Source: an optimization exercise on an open RTL-to-GDS flow (aim: small area, a short achievable clock period and few clock cycles per item). Production flows keep margins and buffers that such runs may drop. Function was checked by simulation only, so behaviour that the tests miss may differ from the original.

==> design.v <==
module flow_hash (
    input  wire         clk,
    input  wire         rst,
    input  wire         in_valid,
    output wire         in_ready,
    input  wire [12:0]  in_fields,
    input  wire [1:0]   in_fmt,
    input  wire [4:0]   in_template,
    input  wire         in_companion,
    input  wire [11:0]  in_zone,
    input  wire [127:0] in_salt,
    input  wire [9:0]   in_port,
    input  wire [11:0]  in_ovid,
    input  wire [11:0]  in_ivid,
    input  wire [23:0]  in_vni,
    input  wire [15:0]  in_etype,
    input  wire [5:0]   in_dscp,
    input  wire [7:0]   in_proto,
    input  wire [15:0]  in_sport,
    input  wire [15:0]  in_dport,
    input  wire [47:0]  in_smac,
    input  wire [47:0]  in_dmac,
    input  wire [127:0] in_sip,
    input  wire [127:0] in_dip,
    output wire         out_valid,
    input  wire         out_ready,
    output wire [7:0]   out_key_type,
    output wire [5:0]   out_key_len,
    output wire [319:0] out_key,
    output wire [63:0]  out_hash,
    output wire [1:0]   out_stack,
    output wire [4:0]   out_channel,
    output wire [4:0]   out_bank_a,
    output wire [13:0]  out_bucket_a,
    output wire [4:0]   out_bank_b,
    output wire [13:0]  out_bucket_b
);
    reg [1:0]   state;
    reg [4:0]   step;        
    reg [255:0] v;
    reg [7:0]   key_type_r;
    reg [5:0]   key_len_r;
    reg [319:0] key_r;
    reg [11:0]  zone_r;
    reg [63:0]  hash_r;
    localparam [1:0] S_IDLE = 2'd0, S_PACK = 2'd1, S_RUN = 2'd2, S_DONE = 2'd3;
    reg [12:0]  fields_r;
    reg         ipv6_r;
    reg [9:0]   port_r;
    reg [11:0]  ovid_r, ivid_r;
    reg [23:0]  vni_r;
    reg [15:0]  etype_r;
    reg [5:0]   dscp_r;
    reg [7:0]   proto_r;
    reg [15:0]  sport_r, dport_r;
    reg [47:0]  smac_r, dmac_r;
    reg [127:0] sip_r, dip_r;
    function [127:0] netorder(input [127:0] x, input [4:0] n);
        integer k;
        begin
            netorder = 128'd0;
            for (k = 0; k < 16; k = k + 1)
                if (k < n)
                    netorder[8*k +: 8] = x[8*(n-1-k) +: 8];
        end
    endfunction
    reg [3:0]   fidx;        
    reg [127:0] fbytes;      
    reg [4:0]   fsize;       
    always @* begin
        case (fidx)
            4'd0:  begin fsize = 5'd2; fbytes = netorder({118'd0, port_r}, 5'd2); end
            4'd1:  begin fsize = 5'd2; fbytes = netorder({116'd0, ovid_r}, 5'd2); end
            4'd2:  begin fsize = 5'd2; fbytes = netorder({116'd0, ivid_r}, 5'd2); end
            4'd3:  begin fsize = 5'd3; fbytes = netorder({104'd0, vni_r}, 5'd3); end
            4'd4:  begin fsize = 5'd2; fbytes = netorder({112'd0, etype_r}, 5'd2); end
            4'd5:  begin fsize = 5'd1; fbytes = netorder({122'd0, dscp_r}, 5'd1); end
            4'd6:  begin fsize = 5'd1; fbytes = netorder({120'd0, proto_r}, 5'd1); end
            4'd7:  begin fsize = 5'd2; fbytes = netorder({112'd0, sport_r}, 5'd2); end
            4'd8:  begin fsize = 5'd2; fbytes = netorder({112'd0, dport_r}, 5'd2); end
            4'd9:  begin fsize = 5'd6; fbytes = netorder({80'd0, smac_r}, 5'd6); end
            4'd10: begin fsize = 5'd6; fbytes = netorder({80'd0, dmac_r}, 5'd6); end
            4'd11: begin
                fsize  = ipv6_r ? 5'd16 : 5'd4;
                fbytes = ipv6_r ? netorder(sip_r, 5'd16)
                                : netorder({96'd0, sip_r[31:0]}, 5'd4);
            end
            default: begin
                fsize  = ipv6_r ? 5'd16 : 5'd4;
                fbytes = ipv6_r ? netorder(dip_r, 5'd16)
                                : netorder({96'd0, dip_r[31:0]}, 5'd4);
            end
        endcase
    end
    wire [319:0] key_shifted = (key_r << (8 * fsize)) | {192'd0, fbytes};
    function [255:0] sipround(input [255:0] v);
        reg [63:0] v0, v1, v2, v3;
        begin
            v0 = v[63:0]; v1 = v[127:64]; v2 = v[191:128]; v3 = v[255:192];
            v0 = v0 + v1;
            v1 = {v1[50:0], v1[63:51]} ^ v0;
            v0 = {v0[31:0], v0[63:32]};
            v2 = v2 + v3;
            v3 = {v3[47:0], v3[63:48]} ^ v2;
            v0 = v0 + v3;
            v3 = {v3[42:0], v3[63:43]} ^ v0;
            v2 = v2 + v1;
            v1 = {v1[46:0], v1[63:47]} ^ v2;
            v2 = {v2[31:0], v2[63:32]};
            sipround = {v3, v2, v1, v0};
        end
    endfunction
    wire [63:0] m0 = {32'd0, 2'd0, key_len_r, key_type_r, 4'd0, zone_r};
    reg  [63:0] m;
    always @* begin
        case (step[3:1])
            3'd0: m = m0;
            3'd1: m = key_r[63:0];
            3'd2: m = key_r[127:64];
            3'd3: m = key_r[191:128];
            3'd4: m = key_r[255:192];
            3'd5: m = key_r[319:256];
            default: m = 64'h3000_0000_0000_0000;
        endcase
    end
    reg [255:0] v_in, v_rd, v_next;
    always @* begin
        v_in = v;
        if (step < 5'd14) begin
            if (!step[0])
                v_in[255:192] = v[255:192] ^ m;
        end else if (step == 5'd14) begin
            v_in[191:128] = v[191:128] ^ 64'hFF;
        end
        v_rd = sipround(v_in);
        v_next = v_rd;
        if (step < 5'd14 && step[0])
            v_next[63:0] = v_rd[63:0] ^ m;
    end
    wire accept = in_valid && (state == S_IDLE);
    always @(posedge clk) begin
        if (rst) begin
            state <= S_IDLE;
            step  <= 5'd0;
        end else begin
            case (state)
                S_IDLE: if (accept) begin
                    fields_r   <= in_fields;
                    ipv6_r     <= (in_fmt == 2'd2);
                    port_r     <= in_port;
                    ovid_r     <= in_ovid;
                    ivid_r     <= in_ivid;
                    vni_r      <= in_vni;
                    etype_r    <= in_etype;
                    dscp_r     <= in_dscp;
                    proto_r    <= in_proto;
                    sport_r    <= in_sport;
                    dport_r    <= in_dport;
                    smac_r     <= in_smac;
                    dmac_r     <= in_dmac;
                    sip_r      <= in_sip;
                    dip_r      <= in_dip;
                    key_r      <= 320'd0;
                    key_len_r  <= 6'd0;
                    key_type_r <= {in_companion, in_fmt, in_template};
                    zone_r     <= in_zone;
                    v[63:0]    <= in_salt[63:0]   ^ 64'h736F_6D65_7073_6575;
                    v[127:64]  <= in_salt[127:64] ^ 64'h646F_7261_6E64_6F6D;
                    v[191:128] <= in_salt[63:0]   ^ 64'h6C79_6765_6E65_7261;
                    v[255:192] <= in_salt[127:64] ^ 64'h7465_6462_7974_6573;
                    fidx       <= 4'd12;
                    state      <= S_PACK;
                end
                S_PACK: begin
                    if (fields_r[fidx]) begin
                        key_r     <= key_shifted;
                        key_len_r <= key_len_r + {1'b0, fsize};
                    end
                    if (fidx == 4'd0) begin
                        step  <= 5'd0;
                        state <= S_RUN;
                    end
                    fidx <= fidx - 4'd1;
                end
                S_RUN: begin
                    v <= v_next;
                    if (step == 5'd17) begin
                        hash_r <= v_next[63:0] ^ v_next[127:64]
                                ^ v_next[191:128] ^ v_next[255:192];
                        state  <= S_DONE;
                    end
                    step <= step + 5'd1;
                end
                S_DONE: if (out_ready) state <= S_IDLE;
                default: state <= S_IDLE;
            endcase
        end
    end
    assign in_ready     = (state == S_IDLE);
    assign out_valid    = (state == S_DONE);
    assign out_key_type = key_type_r;
    assign out_key_len  = key_len_r;
    assign out_key      = key_r;
    assign out_hash     = hash_r;
    assign out_stack    = hash_r[1:0];
    assign out_channel  = hash_r[6:2];
    assign out_bank_a   = hash_r[11:7];
    assign out_bucket_a = hash_r[25:12];
    wire [8:0] hmod = hash_r[34:26] % 9'd31;
    wire [5:0] bsum = {1'b0, hash_r[11:7]} + 6'd1 + {1'b0, hmod[4:0]};
    assign out_bank_b   = bsum[4:0];
    assign out_bucket_b = hash_r[48:35];
endmodule
==> run.sh <==
#!/bin/bash
# synth_recipe.tcl (not shown) runs the flow's synth.tcl, then flattens the netlist and writes it again
# the make line also repeats each setting of config.mk as NAME=value (left out here)
make -C /OpenROAD-flow-scripts/flow DESIGN_CONFIG=/design/flow/config.mk WORK_HOME=/design/flow/orfs CLKGATE_MAP_FILE= SYNTH_SCRIPT=/design/flow/synth_recipe.tcl finish
==> config.mk <==
export PLATFORM = sky130hd
export DESIGN_NAME = flow_hash
export DESIGN_NICKNAME = flow_hash
export VERILOG_FILES = /design/flow/design.v
export SDC_FILE = /design/flow/constraint.sdc
export NUM_CORES = 4
export LEC_CHECK = 0
export CAP_MARGIN = 20
export CORE_MARGIN = 2
export CORE_UTILIZATION = 35
export PLACE_DENSITY = 0.55
export SLEW_MARGIN = 20
==> constraint.sdc <==
create_clock -name core_clock -period 11.0 [get_ports {clk}]
set_input_delay 2.2000 -clock core_clock [delete_from_list [all_inputs] [get_ports {clk}]]
set_output_delay 2.2000 -clock core_clock [all_outputs]
set_load 0.01 [all_outputs]
==> results.txt <==
## flip-flops by register name, indices dropped and copies added, names as in the netlist, 4 cells and up
| name | cells |
|---|---|
| smac_r | 48 |
| fields_r | 13 |
| vni_r | 24 |
| sport_r | 16 |
| key_len_r | 6 |
| ivid_r | 12 |
| key_r | 320 |
| fidx | 4 |
| step | 5 |
| port_r | 10 |
| hash_r | 64 |
| sip_r | 128 |
| zone_r | 12 |
| dmac_r | 48 |
| v | 256 |
| dport_r | 16 |
| ovid_r | 12 |
| proto_r | 8 |
| dscp_r | 6 |
| dip_r | 128 |
| etype_r | 16 |
| key_type_r | 8 |
## cells in the final DEF, fill, tap and decap left out, drive strengths merged, types with 50 or more instances in the layout
cell type	n
a21o	188
a22oi	131
o21ai	350
mux2	57
clkinv	64
edfxtp	1156
inv	166
a221o	69
and2	57
o21bai	50
nor2b	70
a21oi	537
a222oi	101
mux2i	688
a221oi	78
a211oi	62
clkbuf	170
o22ai	90
ha	274
nor2	540
nand2	436
a31oi	60
clkdlybuf4s50	1081
nand3	79
xor2	320
a22o	118
xnor2	531
nor3	57
buf	338
## Yosys cell counts, types with 23 or more instances
| cell type | number |
|---|---|
| edfxtp_1 | 1156 |
| mux2i_1 | 688 |
| nor2_1 | 539 |
| a21oi_1 | 536 |
| xnor2_1 | 529 |
| nand2_1 | 435 |
| clkbuf_1 | 360 |
| o21ai_0 | 342 |
| xor2_1 | 317 |
| ha_1 | 274 |
| a21o_1 | 188 |
| inv_1 | 162 |
| a22oi_1 | 131 |
| a22o_1 | 118 |
| a222oi_1 | 101 |
| o22ai_1 | 90 |
| nand3_1 | 79 |
| a221oi_1 | 77 |
| nor2b_1 | 70 |
| a221o_1 | 69 |
| a211oi_1 | 61 |
| buf_1 | 61 |
| a31oi_1 | 60 |
| mux2_2 | 57 |
| nor3_1 | 57 |
| and2_1 | 55 |
| buf_4 | 54 |
| o21bai_1 | 50 |
| nand4_1 | 37 |
| and3_1 | 33 |
| o21a_1 | 27 |
| o211ai_1 | 23 |
## cells by family (layout without fill, tap and decap cells)
group / after synthesis / count (layout) / synth area share, %
AO/OA/AOI/OAI: 2028 / 2028 / 18.1
XOR/XNOR: 857 / 857 / 9.99
adder cells (fa/ha/maj): 281 / 281 / 4.66
buffers and inverters: 649 / 1847 / 3.48
flip-flops: 1163 / 1163 / 45.7
multiplexers: 749 / 749 / 9.98
other: 0 / 45 / 0
AND/OR/NAND/NOR: 1396 / 1396 / 8.15
## worst paths after layout
check / cells after the start / slack, ns / endpoint / startpoint
worst max-delay path: 26 / 0.76 / hash_r[13] / v[67]
worst min-delay path: 2 / 0.53 / state[0] / state[0]
worst max register to register: 26 / 0.76 / hash_r[13] / v[67]
worst min register to register: 2 / 0.53 / state[0] / state[0]
## worst register-to-register path, stage by stage, from the launching register on
cell and delay [ns]:
edfxtp_1 0.62, ha_1 0.52, o211ai_1 0.15, o211ai_1 0.63, a21oi_1 0.40, o21a_1 0.33, o21ai_0 0.40, a211oi_1 0.24
nor3_1 0.43, nor2_1 0.10, xnor2_1 1.04, xor2_1 1.01, ha_1 0.38, a21oi_1 0.12, o21bai_1 0.15, a21oi_1 0.13
nor2_1 0.15, a211oi_1 0.11, a2111oi_0 0.85, nor2_1 0.17, buf_4 0.21, o21ai_0 0.22, buf_4 0.16, xor2_2 0.77
xnor2_1 0.34, xnor2_1 0.22, xnor2_1 0.14
## through the flow
step	setup slack (ns)	util (%)	hold WS (ns)
final	0.757	44.8	0.532
after global routing	0.513	44.8	0.567
after CTS	1.02	44.7	0.532
after detailed placement	1.08	42.4	0.523
after global placement	1.07	42.3	0.517
after floorplan	0.343	-	0.466
## metal layers
layer	wire [um]	vias up	global-route usage, %
met5	258	-	0
met4	56900	38	40.9
met3	47100	1333	10.8
met2	225000	5308	68.3
met1	184000	36100	51.9
li1	-	29100	-
## cell type report
type | instances | area [um2] | area share [%]
multi-input cells | 5311 | 39400 | 40.5
inverters | 163 | 633 | 0.652
clock inverters | 95 | 1290 | 1.33
clock buffers | 170 | 3740 | 3.85
repair buffers | 1419 | 13600 | 14.0
well taps | 2854 | 3570 | 3.68
flip-flops and latches | 1163 | 34900 | 35.9
diodes | 45 | 113 | 0.116
==> flow_metrics.tcl <==
set metrics [dict create \
    postSynthNetCount 8040 \
    wire_length_of_the_first_global_routing_pass_um 661000 \
    totalWireLength_um 513000 \
    proportion_of_register_bits_with_asynchronous_set_or_reset_after_synthesis_pct 0 \
    critical_path_arrival_ns 10.80 \
    worst-path-max-fanout 4 \
    avgRoutedWirePerCell_um 45.7 \
    grt_usage_pct 44.7 \
    synthDominantCellAreaShare_pct 45.5 \
    num-fill-cells 20600 \
    synth-edff-count 1156 \
    core-area_um2 217000 \
    cts_hold_buffers 0 \
    run_status "finished clean" \
    clock_buffer_depth 3 \
    final_cell_area_um2 97200 \
    post-dp-hpwl_um 423000 \
    global_route.overflow_total 0 \
    fp.dieArea_um2 222000 \
    max_cap_violations 0 \
    vias_in_the_first_global_route 67800 \
    cts_tree "done" \
    routed_via_density 6.40 \
    io-pin-count 1082 \
    highest_clock_frequency_the_design_can_meet_ghz 0.0976 \
    grt_setup_unrepaired "false" \
    fin_worst_skew_ns 0.0727 \
    critical_path_source_type "flop" \
    postCtsSetupRepairBufs 0 \
    cts_max_level 4 \
    critical-path-max-stage-delay_ns 1.04 \
    antenna_found_initial 76 \
    layout-drive-gt1-share_pct 8.98 \
    post-route-drc-count 0 \
    synth.cell_area_um2 76300 \
    synth_area_leader_cell "edfxtp_1" \
    worst-path-buf-inv 2 \
    maximum_number_of_pins_on_one_net_before_global_route_repair 160 \
    timing.setup.tns_ns 0 \
    rows 171 \
    ctsResizeCount 0 \
    area_growth_from_synthesis_to_layout_pct 27.3 \
    finalSetupViolations 0 \
    tightestPinTransition_ns 1.37 \
    globalplace.congestion 1.13 \
    worstSetupPathType "reg -> reg" \
    clkLatencyLatePin_ns 0.87 \
    slew_headroom_pct 7.22 \
    cts_made_buffers 146 \
    critical_path.endpoint_type "flop" \
    synth.yosys.seq_area_share_pct 45.7 \
    worst_path_most_repeated_cell "xnor2_1" \
    final_net_count 9121 \
    synth_ff_type "edfxtp_1" \
    count_of_tritonroute_iterations_in_the_first_routing_pass 8 \
    dr.first_iter.drc_count 10800 \
    average_instance_area_after_synthesis_um2 10.7 \
    tritoncts_num_sinks 1163 \
    port_bufs 1081 \
    initial_utilization_pct 35.2 \
    dr_total_vias 71900 \
    final.period_utilization_pct 93.1 \
    worst_setup_hold_path_clk_slew_ns 0.06 \
    netlist_top_cells_area "edfxtp_1, mux2i_1, xnor2_1" \
    path_delay_family "compound AO/OA/AOI/OAI gates" \
    ant_nets 0 \
    yosys_warnings 1 \
    maxSlewViolCount 0 \
    fin_cells 11200 \
    synthDistinctLibCells 102 \
    crit_slowest_cell "xnor2_1" \
    dp_cells 10900 \
    required_ns 11.56 \
    yosys_register_bits 1163 \
    postSynthCellCount 7123 \
    die_y_um 471 \
    dpl_cell_area_um2 91900 \
    die_width_um 471 \
    clockRootBuffer "clkbuf_16" \
    fin_crit_ns 10.24 \
    hp-class "reg -> reg" \
    hold_viol 0 \
]
Testbench counts, summed over its fixed seeds: cycles 52,800, items 1,600.

-- static timing again, ports no longer ideal --
Ports are ideal in the flow. The routed layout listed here was re-timed in OpenROAD.
Step 1, drivers: a clkbuf_16 drives clk and a buf_2 each remaining input, both assumed.
Step 2 adds t to the input delays and takes it off the output delays; t is the mean of the earliest and latest rising clock arrival at the registers after step 1. Input paths then give back, and output paths get back, about the clock's delay inside the block.
Slacks: ideal / step 1 / step 2; pairs: ideal / step 1.
shift t [ns]: 0.943
setup slack, ns: 0.757 / 0.757 / 0.757
cell pins on the clock port's net: 1
After both steps this run still meets setup and hold. For this run, drivers alone change the setup slack by 0.000 ns; drivers and shift together by 0.000 ns.
